Context: an optimization exercise on an open-source flow, tuned for small area, a short achievable clock period and few clock cycles per item. The choices shown serve that exercise and are no tape-out recipe. In this exercise RTL edits were held to simulation tests only and were not proved equivalent to the original.

`design/flow/config.mk`:
```
export PLATFORM = sky130hd
export DESIGN_NAME = hedgerow_bq2
export DESIGN_NICKNAME = hedgerow_bq2
export VERILOG_FILES = /design/flow/design.v
export SDC_FILE = /design/flow/constraint.sdc
export NUM_CORES = 4
export LEC_CHECK = 0
export CAP_MARGIN = 20
export CORE_MARGIN = 2
export CORE_UTILIZATION = 50
export PLACE_DENSITY = 0.65
export SLEW_MARGIN = 20
```
`design/flow/constraint.sdc`:
```
create_clock -name core_clock -period 25.0 [get_ports {clk}]
set_input_delay 5.0000 -clock core_clock [delete_from_list [all_inputs] [get_ports {clk}]]
set_output_delay 5.0000 -clock core_clock [all_outputs]
set_load 0.01 [all_outputs]
```
`design/flow/design.v`:
```
module hedgerow_bq2 (
    input  wire               clk,
    input  wire               rst,
    input  wire               in_valid,
    output wire               in_ready,
    input  wire signed [23:0] x_m,
    input  wire signed [7:0]  x_e,
    input  wire [1:0]         bq_en,
    input  wire signed [23:0] bq1_b0,
    input  wire signed [23:0] bq1_b1,
    input  wire signed [23:0] bq1_b2,
    input  wire signed [23:0] bq1_a1,
    input  wire signed [23:0] bq1_a2,
    input  wire signed [7:0]  bq1_exp,
    input  wire signed [23:0] bq2_b0,
    input  wire signed [23:0] bq2_b1,
    input  wire signed [23:0] bq2_b2,
    input  wire signed [23:0] bq2_a1,
    input  wire signed [23:0] bq2_a2,
    input  wire signed [7:0]  bq2_exp,
    output reg                out_valid,
    output reg  signed [23:0] y_m,
    output reg  signed [7:0]  y_e,
    output reg                ovf
);
    integer i;
    genvar  g;
    reg  [11:1] tA;         
    reg  [16:5] t2;         
    reg         tN1;        
    reg         m_both;     
    reg         m_one;      
    reg         m_f;        
    reg  [4:0]  gap;        
    assign in_ready = m_both ? ((gap == 5'd10) || (gap >= 5'd16)) :
                      m_one  ? (gap >= 5'd10) : 1'b1;
    wire take   = in_valid & in_ready & ~rst;
    wire en_any = bq_en[0] | bq_en[1];
    reg signed [23:0] s1 [0:1];
    reg signed [23:0] s2 [0:1];
    reg signed [7:0]  es [0:1];
    reg [4:0]         low [0:1];
    reg [1:0]         used;
    reg [4:0]         rk;           
    reg               rst_r;        
    reg signed [23:0] X1_m;         
    reg signed [8:0]  ebA, ebB;     
    reg signed [23:0] Y1_m, Y2_m;   
    reg signed [7:0]  Y1_e, Y2_e;
    reg signed [23:0] MA;           
    reg [11:0]        bo_one, bo_two, bo_neg;   
    reg               ng_r;         
    reg signed [47:0] PR, H2, HB;   
    reg               ovf1, ovf1h, ovf2;
    wire sB0_1 = in_ready & bq_en[0];
    wire sB0_2 = (in_ready & ~bq_en[0]) | t2[5];
    wire sB1_1 = tA[2] & ~m_f;
    wire sB1_2 = (tA[2] & m_f) | t2[7];
    wire sB2_1 = tA[3] & ~m_f;
    wire sB2_2 = (tA[3] & m_f) | t2[8];
    wire sA1_1 = tA[4] & ~m_f;
    wire sA1_2 = (tA[4] & m_f) | t2[9];
    wire sA2_1 = tA[6] & ~m_f;
    wire sA2_2 = (tA[6] & m_f) | t2[11];
    wire [23:0] ma_next =
          ({24{sB0_1}} & bq1_b0) | ({24{sB0_2}} & bq2_b0)
        | ({24{sB1_1}} & bq1_b1) | ({24{sB1_2}} & bq2_b1)
        | ({24{sB2_1}} & bq1_b2) | ({24{sB2_2}} & bq2_b2)
        | ({24{sA1_1}} & bq1_a1) | ({24{sA1_2}} & bq2_a1)
        | ({24{sA2_1}} & bq1_a2) | ({24{sA2_2}} & bq2_a2);
    wire mbN2 = tA[4] | t2[9];
    wire mbY2 = t2[11];
    wire mbX1 = tA[2];
    wire nNg  = tA[4] | tA[6] | t2[9] | t2[11];
    wire [24:0] bx = {MA[23], MA};
    wire [47:0] brow [0:11];
    wire [11:0] bneg;
    wire signed [23:0] mb_next = mbN2 ? yv_m : mbY2 ? Y2_m : mbX1 ? X1_m : x_m;
    wire [11:0] nb_one, nb_two, nb_neg;
    generate
        for (g = 0; g < 12; g = g + 1) begin : bc
            wire d2 = mb_next[2*g+1];
            wire d1 = mb_next[2*g];
            wire d0 = (g == 0) ? 1'b0 : mb_next[2*g-1];
            assign nb_one[g] = d1 ^ d0;
            assign nb_two[g] = (d2 & ~d1 & ~d0) | (~d2 & d1 & d0);
            assign nb_neg[g] = d2 ^ nNg;
        end
        for (g = 0; g < 12; g = g + 1) begin : bo
            wire one = bo_one[g];
            wire two = bo_two[g];
            wire neg = bo_neg[g];
            wire [24:0] sel = ({25{one}} & bx) | ({25{two}} & {bx[23:0], 1'b0});
            wire [24:0] r = sel ^ {25{neg}};
            assign bneg[g] = neg;
            if (g == 0) begin : r0
                assign brow[g] = {23'd0, ~r[24], r[23:0]};
            end else begin : rn
                wire [47:0] rr = {21'd0, ~r[24], r[23:0], 1'b0, bneg[g-1]};
                assign brow[g] = rr << (2*g-2);
            end
        end
    endgenerate
    localparam [47:0] BK = 48'hFFFF_FFFF_FFFF - ((48'h555555 << 24) - 48'd1);
    wire [47:0] blast = {25'd0, bneg[11], 22'd0};
    function [95:0] csa;
        input [47:0] x, y, z;
        csa = {x ^ y ^ z, ((x & y) | (x & z) | (y & z)) << 1};
    endfunction
    wire [47:0] c1 [0:9];
    wire [47:0] c2 [0:6];
    wire [47:0] c3 [0:4];
    wire [47:0] c4 [0:3];
    wire [47:0] c5 [0:2];
    wire [47:0] c6s, c6c;
    assign {c1[0], c1[1]} = csa(brow[0], brow[1], brow[2]);
    assign {c1[2], c1[3]} = csa(brow[3], brow[4], brow[5]);
    assign {c1[4], c1[5]} = csa(brow[6], brow[7], brow[8]);
    assign {c1[6], c1[7]} = csa(brow[9], brow[10], brow[11]);
    assign c1[8] = blast;
    assign c1[9] = BK;
    assign {c2[0], c2[1]} = csa(c1[0], c1[1], c1[2]);
    assign {c2[2], c2[3]} = csa(c1[3], c1[4], c1[5]);
    assign {c2[4], c2[5]} = csa(c1[6], c1[7], c1[8]);
    assign c2[6] = c1[9];
    assign {c3[0], c3[1]} = csa(c2[0], c2[1], c2[2]);
    assign {c3[2], c3[3]} = csa(c2[3], c2[4], c2[5]);
    assign c3[4] = c2[6];
    assign {c4[0], c4[1]} = csa(c3[0], c3[1], c3[2]);
    assign c4[2] = c3[3];
    assign c4[3] = c3[4];
    assign {c5[0], c5[1]} = csa(c4[0], c4[1], c4[2]);
    assign c5[2] = c4[3];
    assign {c6s, c6c} = csa(c5[0], c5[1], c5[2]);
    wire [47:0] kg [0:6];
    wire [47:0] kp [0:6];
    assign kg[0] = c6s & c6c;
    assign kp[0] = c6s ^ c6c;
    genvar k;
    generate
        for (k = 0; k < 6; k = k + 1) begin : ks
            for (g = 0; g < 48; g = g + 1) begin : kb
                if (g >= (1 << k)) begin : m
                    assign kg[k+1][g] = kg[k][g] | (kp[k][g] & kg[k][g-(1<<k)]);
                    assign kp[k+1][g] = kp[k][g] & kp[k][g-(1<<k)];
                end else begin : c
                    assign kg[k+1][g] = kg[k][g];
                    assign kp[k+1][g] = kp[k][g];
                end
            end
        end
    endgenerate
    wire [47:0] prod = kp[0] ^ {kg[6][46:0], 1'b0};
    wire lA  = tA[11];                       
    wire lo1 = (lA & (~m_f | m_one)) | tN1;
    wire lo2 = (lA & (m_f | m_one)) | t2[16] | tN1;
    wire rr1 = lA & ~m_f;                    
    wire rr2 = (lA & m_f) | t2[16];
    wire signed [23:0] rr_in = rr2 ? s1[1] : s1[0];
    wire signed [23:0] rr_q  = rr_in >>> rk;
    wire [4:0]         rr_k1 = rk - 5'd1;
    wire [23:0]        rr_mk = (24'd1 << rr_k1) - 24'd1;
    wire               rr_h  = rr_in[rr_k1];
    wire               rr_s  = |(rr_in & rr_mk);
    wire signed [23:0] rr_o  = (rk == 5'd0) ? rr_in : rr_q + {23'd0, rr_h & (rr_s | rr_q[0])};
    wire signed [23:0] ls1_0 = rr1 ? rr_o : s1[0];
    wire signed [23:0] ls1_1 = rr2 ? rr_o : s1[1];
    function automatic quiet;
        input signed [23:0] m;
        quiet = (m < 24'sd1048576) && (m > -24'sd1048576);
    endfunction
    function automatic quiet_r;
        input signed [23:0] m;
        input [4:0]         k;
        case (k)
            5'd0:    quiet_r = (m < 24'sd1048576) && (m > -24'sd1048576);
            5'd1:    quiet_r = (m < 24'sd2097151) && (m > -24'sd2097151);
            5'd2:    quiet_r = (m < 24'sd4194302) && (m > -24'sd4194302);
            5'd3:    quiet_r = (m < 24'sd8388604) && (m > -24'sd8388604);
            default: quiet_r = 1'b1;
        endcase
    endfunction
    wire qs1_0 = rr1 ? quiet_r(s1[0], rk) : quiet(s1[0]);
    wire qs1_1 = rr2 ? quiet_r(s1[1], rk) : quiet(s1[1]);
    wire dn0 = lo1 & used[0] & qs1_0 & quiet(s2[0]) & (low[0] >= 5'd15) & (es[0] > -8'sd40);
    wire dn1 = lo2 & used[1] & qs1_1 & quiet(s2[1]) & (low[1] >= 5'd15) & (es[1] > -8'sd40);
    wire signed [23:0] v_s1_0 = dn0 ? (ls1_0 <<< 1) : ls1_0;
    wire signed [23:0] v_s1_1 = dn1 ? (ls1_1 <<< 1) : ls1_1;
    wire signed [23:0] v_s2_0 = dn0 ? (s2[0] <<< 1) : s2[0];
    wire signed [23:0] v_s2_1 = dn1 ? (s2[1] <<< 1) : s2[1];
    wire signed [7:0]  v_es_0 = dn0 ? es[0] - 8'sd1 : es[0];
    wire signed [7:0]  v_es_1 = dn1 ? es[1] - 8'sd1 : es[1];
    reg  pY, p1, p2, pSec, pF;          
    wire signed [8:0] eb_p = pSec ? ebB : ebA;
    wire signed [7:0] es_p = es[pF];
    wire              dn_p = pF ? dn1 : dn0;   
    wire signed [7:0] ye_p = pSec ? Y2_e : Y1_e;
    wire signed [8:0] ea   = {ye_p[7], ye_p} + 9'sd1;
    wire signed [8:0] eA   = pY ? eb_p : ea;
    wire signed [8:0] eS0  = {es_p[7], es_p};
    wire              qB   = ~pY;           
    wire              qS   = ~p2;           
    wire signed [9:0] xBA = eb_p - eA;
    wire signed [9:0] xAB = eA - eb_p;
    wire signed [9:0] xSA = eS0 - eA;
    wire signed [9:0] xAS = eA - eS0;
    wire signed [9:0] xSB = eS0 - eb_p;
    wire signed [9:0] xBS = eb_p - eS0;
    wire              wS  = qS & (xSA > 10'sd0) & (~qB | (xSB > 10'sd0));
    wire              wB  = ~wS & qB & (xBA > 10'sd0);
    wire signed [9:0] dA_0 = wS ? xSA : (wB ? xBA : 10'sd0);
    wire signed [9:0] dB_0 = wS ? xSB : (wB ? 10'sd0 : xAB);
    wire signed [9:0] dS_0 = wS ? 10'sd0 : (wB ? xBS : xAS);
    wire signed [8:0] eW_0 = wS ? eS0 : (wB ? eb_p : eA);
    wire signed [9:0] xSA1 = xSA - 10'sd1;
    wire signed [9:0] xAS1 = xAS + 10'sd1;
    wire              wS1  = (xSA1 > 10'sd0);
    wire signed [9:0] dA_1 = wS1 ? xSA1 : 10'sd0;
    wire signed [9:0] dS_1 = wS1 ? 10'sd0 : xAS1;
    wire signed [8:0] eW_1 = wS1 ? eS0 - 9'sd1 : eA;
    wire              lw_p = dn_p & pY;
    wire [5:0] dA_c0 = (dA_0 > 10'sd63) ? 6'd63 : dA_0[5:0];
    wire [5:0] dB_c0 = (dB_0 > 10'sd63) ? 6'd63 : dB_0[5:0];
    wire [5:0] dS_c0 = (dS_0 > 10'sd63) ? 6'd63 : dS_0[5:0];
    wire [5:0] dA_c1 = (dA_1 > 10'sd63) ? 6'd63 : dA_1[5:0];
    wire [5:0] dS_c1 = (dS_1 > 10'sd63) ? 6'd63 : dS_1[5:0];
    wire signed [9:0] R_0 = {eW_0[8], eW_0} + 10'sd3;
    wire signed [9:0] R_1 = {eW_1[8], eW_1} + 10'sd3;
    reg [5:0]         dA, dB, dS;
    reg signed [9:0]  Rp;               
    reg signed [23:0] SR;               
    wire signed [62:0] inA = {{1{PR[47]}}, PR, 14'd0};
    wire signed [62:0] inB = {{1{HB[47]}}, HB, 14'd0};
    wire signed [62:0] inS = {{2{SR[23]}}, SR, 37'd0};
    wire signed [62:0] tmA = inA >>> dA;
    wire signed [62:0] tmB = inB >>> dB;
    wire signed [62:0] tmS = inS >>> dS;
    reg signed [62:0] acc;
    reg signed [9:0]  Ra;
    reg               nput;             
    reg signed [7:0]  es_n;             
    reg signed [10:0] n_pmin, n_pmax;   
    wire        n_sg = acc[62];
    wire [63:0] n_mg = {acc[61:0] ^ acc[62:1], 2'b00};
    wire        n_nz = |acc;
    wire [31:0] hz1; wire [31:0] hp1;
    wire [15:0] hz2; wire [31:0] hp2;
    wire [7:0]  hz3; wire [23:0] hp3;
    wire [3:0]  hz4; wire [15:0] hp4;
    wire [1:0]  hz5; wire [9:0]  hp5;
    wire        hz6; wire [5:0]  hp6;
    generate
        for (g = 0; g < 32; g = g + 1) begin : lv1
            assign hz1[g] = ~(n_mg[2*g+1] | n_mg[2*g]);
            assign hp1[g] = n_mg[2*g+1];
        end
        for (g = 0; g < 16; g = g + 1) begin : lv2
            assign hz2[g] = hz1[2*g+1] & hz1[2*g];
            assign hp2[2*g+1:2*g] = hz1[2*g+1] ? {1'b0, hp1[2*g]} : {1'b1, hp1[2*g+1]};
        end
        for (g = 0; g < 8; g = g + 1) begin : lv3
            assign hz3[g] = hz2[2*g+1] & hz2[2*g];
            assign hp3[3*g+2:3*g] = hz2[2*g+1] ? {1'b0, hp2[4*g+1:4*g]} : {1'b1, hp2[4*g+3:4*g+2]};
        end
        for (g = 0; g < 4; g = g + 1) begin : lv4
            assign hz4[g] = hz3[2*g+1] & hz3[2*g];
            assign hp4[4*g+3:4*g] = hz3[2*g+1] ? {1'b0, hp3[6*g+2:6*g]} : {1'b1, hp3[6*g+5:6*g+3]};
        end
        for (g = 0; g < 2; g = g + 1) begin : lv5
            assign hz5[g] = hz4[2*g+1] & hz4[2*g];
            assign hp5[5*g+4:5*g] = hz4[2*g+1] ? {1'b0, hp4[8*g+3:8*g]} : {1'b1, hp4[8*g+7:8*g+4]};
        end
    endgenerate
    assign hz6 = hz5[1] & hz5[0];
    assign hp6 = hz5[1] ? {1'b0, hp5[4:0]} : {1'b1, hp5[9:5]};
    wire signed [10:0] n_R    = {Ra[9], Ra};
    wire signed [10:0] n_emin = nput ? {{3{es_n[7]}}, es_n} : -11'sd64;
    wire signed [10:0] n_emax = nput ? 11'sd40 : 11'sd63;
    wire signed [10:0] n_hq   = {5'd0, hp6};
    wire signed [10:0] n_t2   = n_pmax + 11'sd1;
    wire signed [10:0] n_t3   = n_pmax + 11'sd2;
    wire [5:0]         n_h    = hp6;
    wire n_up = hz6 ? (n_pmin <= 11'sd1) :
                ((n_pmin <= 11'sd0) | ((n_pmin <= 11'sd63) & (n_h >= n_pmin[5:0])));  
    wire n_gt = hz6 ? (n_pmax <= 11'sd0) :
                ((n_t2 <= 11'sd0) | ((n_t2 <= 11'sd63) & (n_h >= n_t2[5:0])));        
    wire n_gs = hz6 ? (n_pmax < 11'sd0) :
                ((n_t3 <= 11'sd0) | ((n_t3 <= 11'sd63) & (n_h >= n_t3[5:0])));        
    wire               n_mm   = (n_pmin > n_pmax);
    wire               n_over = n_nz && (n_up ? n_gt : n_mm);    
    wire signed [10:0] n_e0   = hz6 ? n_R - 11'sd62 : n_hq + (n_R - 11'sd63);
    wire signed [10:0] n_E1   = n_over ? n_emax : (n_up ? n_e0 : n_emin);
    wire [6:0]  n_minc = (n_pmin < 11'sd0) ? 7'd0 : ((n_pmin > 11'sd87) ? 7'd87 : n_pmin[6:0]);
    wire [6:0]  n_maxc = (n_pmax < 11'sd0) ? 7'd0 : ((n_pmax > 11'sd87) ? 7'd87 : n_pmax[6:0]);
    wire [6:0]  n_p0c  = hz6 ? 7'd1 : {1'b0, hp6};
    wire [6:0]  n_pc   = n_over ? n_maxc : (n_up ? n_p0c : n_minc);
    wire        n_sat  = n_over && n_gs;
    wire signed [86:0] n_ext = {acc, 24'd0};
    wire signed [86:0] n_w   = n_ext >>> {n_pc[6:4], 4'd0};
    wire [5:0] n_grp;
    generate
        for (g = 0; g < 6; g = g + 1) begin : sg
            assign n_grp[g] = |n_ext[((16*g+15) > 86 ? 86 : 16*g+15) : 16*g];
        end
    endgenerate
    wire [5:0] n_pre;                   
    assign n_pre[0] = 1'b0;
    generate
        for (g = 1; g < 6; g = g + 1) begin : sp
            assign n_pre[g] = n_pre[g-1] | n_grp[g-1];
        end
    endgenerate
    wire        n_st  = n_pre[n_pc[6:4]];
    wire signed [10:0] n_es  = {{3{es_n[7]}}, es_n};
    wire signed [10:0] n_K0  = n_R - 11'sd62 - n_es;              
    wire signed [10:0] n_K1  = n_K0 + 11'sd1;
    wire signed [10:0] n_X0  = n_emax - n_es;
    wire signed [10:0] n_X1  = n_X0 + 11'sd1;
    wire signed [10:0] n_M0  = n_emin - n_es;
    wire signed [10:0] n_M1  = n_M0 + 11'sd1;
    wire signed [10:0] n_U0  = hz6 ? n_K0 : n_hq + (n_K0 - 11'sd1);
    wire signed [10:0] n_U1  = hz6 ? n_K1 : n_hq + n_K0;
    wire signed [10:0] n_rs0 = n_over ? n_X0 : (n_up ? n_U0 : n_M0);    
    wire signed [10:0] n_rs1 = n_over ? n_X1 : (n_up ? n_U1 : n_M1);    
    wire [4:0] n_rk0 = (n_rs0 <= 11'sd0) ? 5'd0 : (n_rs0 > 11'sd24) ? 5'd24 : n_rs0[4:0];
    wire [4:0] n_rk1 = (n_rs1 <= 11'sd0) ? 5'd0 : (n_rs1 > 11'sd24) ? 5'd24 : n_rs1[4:0];
    reg [4:0]         w_rk0, w_rk1;
    reg [39:0]        w_w;
    reg [3:0]         w_f;
    reg               w_st, w_sg, w_nz, w_over, w_sat, w_top, w_put;
    reg signed [7:0]  w_E1;
    wire uy  = tA[2] | t2[7];             
    wire u2  = tA[8] | t2[13];            
    wire uF  = t2[7] | t2[11] | t2[13] | m_f;
    wire signed [7:0]  u_es   = u2 ? pu_e : es[uF];
    wire signed [10:0] u_emin = uy ? -11'sd64 : {{3{u_es[7]}}, u_es};
    wire signed [10:0] u_emax = uy ? 11'sd63 : 11'sd40;
    wire signed [10:0] u_R    = {Rp[9], Rp};
    wire signed [10:0] u_cY   = -11'sd1 - u_R;                            
    wire signed [7:0]  u_esF  = es[uF];
    wire signed [10:0] u_cE   = {{3{u_esF[7]}}, u_esF} - u_R + 11'sd63;   
    wire signed [10:0] u_c0   = {{3{w_E1[7]}}, w_E1} - u_R + 11'sd63;     
    wire signed [10:0] u_c1   = u_c0 + 11'sd1;
    wire signed [10:0] u_cX   = 11'sd103 - u_R;
    wire signed [10:0] u_pmin = uy ? u_cY : (~u2 ? u_cE :
                                (w_over ? u_cX : ((r_pf & ~w_top) ? u_c1 : u_c0)));
    wire signed [8:0] eb_x1  = {bq1_exp[7], bq1_exp} + {x_e[7], x_e};
    wire signed [8:0] eb_x2  = {bq2_exp[7], bq2_exp} + {x_e[7], x_e};
    wire signed [8:0] eb_z1  = {bq1_exp[7], bq1_exp} - 9'sd64;
    wire signed [8:0] eb_z2  = {bq2_exp[7], bq2_exp} - 9'sd64;
    wire signed [8:0] eb_inx = bq_en[0] ? eb_x1 : eb_x2;
    wire signed [8:0] eb_in0 = bq_en[0] ? eb_z1 : eb_z2;
    wire [39:0] r_w   = w_w >> w_f;
    wire [23:0] w_q   = r_w[24:1];
    wire        w_g   = r_w[0];
    wire [15:0] r_low = w_w[15:0] & ~(16'hFFFF << w_f);   
    wire        r_st  = w_st | (|r_low);
    wire        r_inc = w_g & (r_st | w_q[0]);
    wire signed [24:0] r_r = {w_q[23], w_q} + {24'd0, r_inc};
    wire        r_pf  = ~w_over && ((r_r == 25'sh0400000) || (r_r == -25'sh0400000));
    wire signed [7:0] r_E1p = w_E1 + 8'sd1;
    wire signed [23:0] yv_m = ~w_nz ? 24'sd0 :
                              (w_over | (r_pf & w_top)) ? (w_sg ? -24'sd4194303 : 24'sd4194303) :
                              r_pf ? (w_sg ? -24'sd2097152 : 24'sd2097152) :
                              r_r[23:0];
    wire signed [7:0]  yv_e = ~w_nz ? -8'sd64 :
                              w_over ? 8'sd63 :
                              (r_pf & ~w_top) ? r_E1p : w_E1;
    wire signed [23:0] pu_m = w_over ? (w_sat ? (w_sg ? -24'sd8388608 : 24'sd8388607) :
                                        (r_r > 25'sd8388607) ? 24'sd8388607 : r_r[23:0]) :
                              (r_pf & ~w_top) ? (w_sg ? -24'sd2097152 : 24'sd2097152) :
                              r_r[23:0];
    wire signed [7:0]  pu_e = w_over ? 8'sd40 : (r_pf & ~w_top) ? r_E1p : w_E1;
    wire r_ovf = w_put ? (w_over | (r_pf & w_top)) : (w_nz & (w_over | (r_pf & w_top)));
    wire r_y1 = tA[4];                        
    wire r_y2 = t2[9];                        
    wire r_n1 = tA[8] | t2[13];               
    wire r_n2 = tA[10] | t2[15];              
    wire r_F  = t2[13] | t2[15] | m_f;
    wire [4:0]  pu_rk = (r_pf & ~w_top) ? w_rk1 : w_rk0;
    always @(posedge clk) begin
        MA   <= ma_next;
        if (mbN2 | mbY2 | mbX1 | in_ready) begin
            bo_one <= nb_one;
            bo_two <= nb_two;
        end
        bo_neg <= (mbN2 | mbY2 | mbX1 | in_ready) ? nb_neg : (bo_neg ^ {12{nNg ^ ng_r}});
        ng_r   <= nNg;
        PR   <= prod;
        if (tA[5] | t2[10]) H2 <= PR;
        if (tA[4] | t2[9])       HB <= PR;
        else if (tA[7] | t2[12]) HB <= H2;
        else if (!(tA[5] | t2[10])) HB <= 48'sd0;
        dA   <= lw_p ? dA_c1 : dA_c0;
        dB   <= dB_c0;
        dS   <= lw_p ? dS_c1 : dS_c0;
        Rp   <= lw_p ? R_1 : R_0;
        SR   <= pY ? (pF ? v_s1_1 : v_s1_0) : p1 ? (pF ? v_s2_1 : v_s2_0) : 24'sd0;
        acc  <= tmA + tmB + tmS;
        Ra   <= Rp;
        w_w    <= n_w[39:0];
        w_f    <= n_pc[3:0];
        w_st   <= n_st;
        w_sg   <= n_sg;
        w_nz   <= n_nz;
        w_over <= n_over;
        w_sat  <= n_sat;
        w_top  <= (n_E1 == n_emax);
        w_put  <= nput;
        w_rk0  <= n_rk0;
        w_rk1  <= n_rk1;
        pY     <= (take & en_any) | t2[5];
        p1     <= tA[4] | t2[9];
        p2     <= tA[6] | t2[11];
        pSec   <= t2[5] | t2[9] | t2[11];
        pF     <= t2[5] | t2[9] | t2[11] | (take ? ~bq_en[0] : m_f);
        nput   <= ~uy;
        es_n   <= u_es;
        n_pmin <= u_pmin;
        n_pmax <= u_emax - u_R + 11'sd63;
        w_E1   <= n_E1[7:0];
        if (in_ready) begin
            X1_m <= x_m;
            ebA  <= (x_m == 24'sd0) ? eb_in0 : eb_inx;
        end
        if (t2[5])
            ebB <= {bq2_exp[7], bq2_exp} + ((Y1_m == 24'sd0) ? -9'sd64 : {Y1_e[7], Y1_e});
        if (r_y1) begin
            Y1_m <= yv_m;
            Y1_e <= yv_e;
        end
        if (r_y2) begin
            Y2_m <= yv_m;
            Y2_e <= yv_e;
        end
        if (tA[4])
            ovf1 <= r_ovf;
        else if (tA[8] | tA[10])
            ovf1 <= ovf1 | r_ovf;
        if (tA[10])
            ovf1h <= ovf1 | r_ovf;
        if (t2[9])
            ovf2 <= r_ovf;
        else if (t2[13])
            ovf2 <= ovf2 | r_ovf;
        if (take & ~en_any) begin
            y_m <= x_m;
            y_e <= x_e;
            ovf <= 1'b0;
        end else if (tA[10] & m_one) begin
            y_m <= Y1_m;
            y_e <= Y1_e;
            ovf <= ovf1 | r_ovf;
        end else if (t2[15]) begin
            y_m <= Y2_m;
            y_e <= Y2_e;
            ovf <= ovf1h | ovf2 | r_ovf;
        end
        if (rst) begin
            tA        <= 11'd0;
            t2        <= 12'd0;
            tN1       <= 1'b0;
            m_both    <= 1'b0;
            m_one     <= 1'b0;
            m_f       <= 1'b0;
            gap       <= 5'd31;
            out_valid <= 1'b0;
        end else begin
            tA  <= {tA[10:1], take & en_any};
            t2  <= {t2[15:5], tA[4] & m_both};
            tN1 <= take & ~en_any;
            if (take) begin
                m_both <= &bq_en;
                m_one  <= ^bq_en;
                m_f    <= ~bq_en[0];
                gap    <= 5'd1;
            end else if (gap != 5'd31) begin
                gap    <= gap + 5'd1;
            end
            out_valid <= (take & ~en_any) | (tA[10] & m_one) | t2[15];
        end
        rst_r <= rst;
        if (rst_r) begin
            used <= 2'b00;
            rk   <= 5'd0;
            for (i = 0; i < 2; i = i + 1) begin
                s1[i]  <= 24'sd0;
                s2[i]  <= 24'sd0;
                es[i]  <= -8'sd40;
                low[i] <= 5'd0;
            end
        end else begin
            if (lo1) begin
                s1[0] <= v_s1_0;
                s2[0] <= v_s2_0;
                es[0] <= v_es_0;
                if (used[0]) begin
                    if (qs1_0 && quiet(s2[0])) begin
                        if (dn0)
                            low[0] <= 5'd0;
                        else if (low[0] < 5'd16)
                            low[0] <= low[0] + 5'd1;
                    end else begin
                        low[0] <= 5'd0;
                    end
                end
            end
            if (lo2) begin
                s1[1] <= v_s1_1;
                s2[1] <= v_s2_1;
                es[1] <= v_es_1;
                if (used[1]) begin
                    if (qs1_1 && quiet(s2[1])) begin
                        if (dn1)
                            low[1] <= 5'd0;
                        else if (low[1] < 5'd16)
                            low[1] <= low[1] + 5'd1;
                    end else begin
                        low[1] <= 5'd0;
                    end
                end
            end
            if (r_n1) begin
                s1[r_F] <= pu_m;
                es[r_F] <= pu_e;
            end
            if (r_n2) begin
                s2[r_F]   <= pu_m;
                es[r_F]   <= pu_e;
                used[r_F] <= 1'b1;
                rk        <= pu_rk;
            end
        end
    end
endmodule
```
`design/flow/run.sh`:
```
#!/bin/bash
# synth_recipe.tcl (not shown) runs the flow's synth.tcl, then flattens the netlist and writes it again
# the make line also repeats each setting of config.mk as NAME=value (left out here)
make -C /OpenROAD-flow-scripts/flow DESIGN_CONFIG=/design/flow/config.mk WORK_HOME=/design/flow/orfs CLKGATE_MAP_FILE= SYNTH_SCRIPT=/design/flow/synth_recipe.tcl finish
```
==> run summary <==
==> cell type report <==
| type | instances | area (sq um) | share of cell area (%) |
|---|---|---|---|
| multi-input cells | 6793 | 54100 | 63.2 |
| inverters | 728 | 2730 | 3.19 |
| clock inverters | 49 | 641 | 0.748 |
| repair buffers | 491 | 4500 | 5.26 |
| diodes | 8 | 20.0 | 0.0234 |
| well taps | 2044 | 2560 | 2.99 |
| clock buffers | 113 | 2510 | 2.94 |
| flip-flops and latches | 740 | 18600 | 21.7 |
==> kinds of logic (layout without fill, tap and decap cells) <==
kind of cell             count (synthesis)  after routing  synth area share, %
AND/OR/NAND/NOR                       2072           2072                 12.4
multiplexers                           757            757                 12.6
adder cells (fa/ha/maj)                804            804                 15.8
XOR/XNOR                               673            673                 7.59
flip-flops                             740            740                 23.9
buffers and inverters                 1326           1381                 6.68
other                                    0              8                    0
AO/OA/AOI/OAI                         2487           2487                 21.0
==> synth_stat cells, types with 127 or more instances <==
master and n:
a21o_1 127, a21oi_1 553, a22oi_1 357, clkbuf_1 456, dfxtp_1 367, edfxtp_1 373, fa_1 298, ha_1 506
inv_1 719, mux2_2 163, mux2i_1 437, mux4_2 146, nand2_1 586, nand3_1 160, nor2_1 681, o21ai_0 566
xnor2_1 415, xor2_1 258
==> worst max-delay path by stage <==
stage / slack (ns) / cells past startpoint / end / startpoint
finish: 16.31 / 23 / w_w[24] / acc[29]
global route: 16.02 / 25 / w_w[18] / acc[29]
CTS: 16.64 / 23 / w_w[24] / acc[29]
detailed placement: 16.68 / 23 / w_w[24] / acc[29]
global placement: 16.72 / 23 / w_w[24] / acc[29]
floorplan: 17.66 / 12 / ebA[7] / bq_en[0]
==> per-stage QoR <==
step | cells | hold slack (ns) | setup WS (ns) | utilization (%)
floorplan | 8859 | 0.326 | 17.66 | -
global placement | 10796 | 0.370 | 16.72 | 53.4
detailed placement | 10796 | 0.373 | 16.68 | 53.4
CTS | 10958 | 0.383 | 16.64 | 55.5
global route | 10963 | 0.392 | 16.02 | 55.5
finish | 10966 | 0.384 | 16.31 | 55.5
==> registers in the layout, summed over array words and instances (netlist names), 16 cells and up <==
name	flops
Y1_m	24
s1	48
w_w	40
X1_m	24
Y2_m	24
s2	48
acc	63
HB	48
PR	48
MA	24
y_m	24
H2	48
SR	24
es	16
==> layer usage <==
| metal | GRT usage [%] | part of all wire [%] |
|---|---|---|
| met4 | 16.0 | 5.2 |
| met5 | 0 | 0 |
| met2 | 54.5 | 44 |
| met1 | 47.5 | 41 |
| met3 | 7.74 | 9.6 |
==> run summary <==
synth unique cells=110; Final Hold Violating Endpoints=0; Worst path top cell family by delay=compound AO/OA/AOI/OAI gates; Chip Height=398 microns; Max FO, Critical Path=49; Final Max Tran Viols=0; clock sinks=740; fin crit period=8.69 ns; Mapped Nets=9956; Worst Hold End=Ra[2]; wirelength, routed=289000 microns; Critical Path Source Type=flop; crit path buf inv count=4; Seq/Total Area, Yosys=23.9%; largest cells by area after synthesis=edfxtp_1, dfxtp_1, ha_1, fa_1, mux2i_1; min-delay worst type=reg2reg; H-tree levels=3; nets=9937; synth warn=2; Critical-path top delay cell=nor4_1; via count=70232; crit path capture type=flop; worst setup path category=reg2reg; Worst-Skew Late Latency=0.77 ns; Fin Clk Skew=0.0919 ns; Slew @ Worst Pin=1.31 ns; Crit path top cell by count=a21o_1; Top-Level Pins=328; DIE AREA=159000 sq um; critical path arrival=9.24 ns; CP Data Required Time=25.55 ns; DP Wirelength=227000 microns; share of the synthesized area in the top cell type=14.4%; CTS tree=done; largest net degree at the start of global routing=81; Hold Buf Count CTS=0; hold depth=0; Slew Limit Headroom=11.6%; All-Layer GR Usage=35.4%; antenna-violating nets left=0; chip width=398 microns; status=complete, no violations; top cell type by total area after synthesis=edfxtp_1; reg-to-reg critical path startpoint=acc[29]; FILL cells=14216; commonest cells after routing, fill and taps aside=inv_1, nor2_1, nand2_1, o21ai_0, a21oi_1; Post-Syn Area=77700 sq um; vias per cell=6.40; slack of the worst reg-to-reg path=16.31 ns; Post-Syn Instances=8859; setup bufs post-CTS=0; gpl congestion=0.999; slowest stage delay, CP=0.89 ns; Core Footprint=154000 sq um; #FFs+latches synth=740; IO buf count=327; Design Area, Final=85600 sq um; fin crit share=34.7%; Reg2Reg Capture Point=w_w[24]; Starting Density=50.4%; Synth Area per Inst=8.77 sq um; DR pass1 iterations=9; Max Buffers Root-to-Sink=3; vias in the first global route=66624; RSZ-0062 raised after global routing=no; DRC viols=0; Post-Place Cell Area=82400 sq um; Layout area overhead=10.2%; predominant post-synthesis flop cell=edfxtp_1; CP Cell Sequence=inv_1 > ha_1 > nor4_1 > nand4_1 > nor3_1 > a21oi_1 > o21ai_0 > o21ai_0 > buf_4 > ha_1 > a21o_1 > a21o_1 > a21o_1 > a21o_1 > a21oi_1 > o21ai_0 > a21oi_4 > buf_4 > a41o_2 > buf_4 > mux2i_1 > nand2_1 > o221ai_1; number of synthesized flops with an enable pin=373; total of max-cap violations=0; global-route wire length before repair=427000 microns; # rows=144; share of cells above drive strength 1=8.42%; HP Start=Rp[2]; routed len/inst=26.4 microns; CTS Root Cell=clkbuf_16; Congestion Overflow GR=0; Setup TNS=0 ns; FF-to-FF path depth=23; Reg clk slew, reported paths=0.06 ns; fraction of registers with async set or reset after synthesis=0%; initial DRC count=8639; Setup-failing EPs final=0; commonest non-fill, non-tap cell in the layout=inv_1; CTS Buf Count=86; fmax=0.115 GHz; post_cts resized=0; initial antenna violation count=8
Testbench counts, summed over its fixed seeds: cycles 96,755, items 9,600.

[port drivers added, routing unchanged]
No port has a modelled driver above. Below, the same layout with a new extraction and two added sets of constraints. Step 1: set_driving_cell puts a clkbuf_16 on clk and a buf_2 on each other input, an assumption about the parent block. Step 2 times the ports against the registers' clock, not the clock port: input delays grow and output delays shrink by t, the midpoint of the rising clock arrivals with the driver on. Three values: ideal, step 1, step 2; two values: the first two.
shift t [ns]: 0.809
setup slack, ns: 16.313 / 16.313 / 16.313
cell pins on the clock port's net: 1
After both steps setup and hold are still met in this run. The setup slack of this run moves by 0.000 ns with the drivers and by 0.000 ns with both steps.
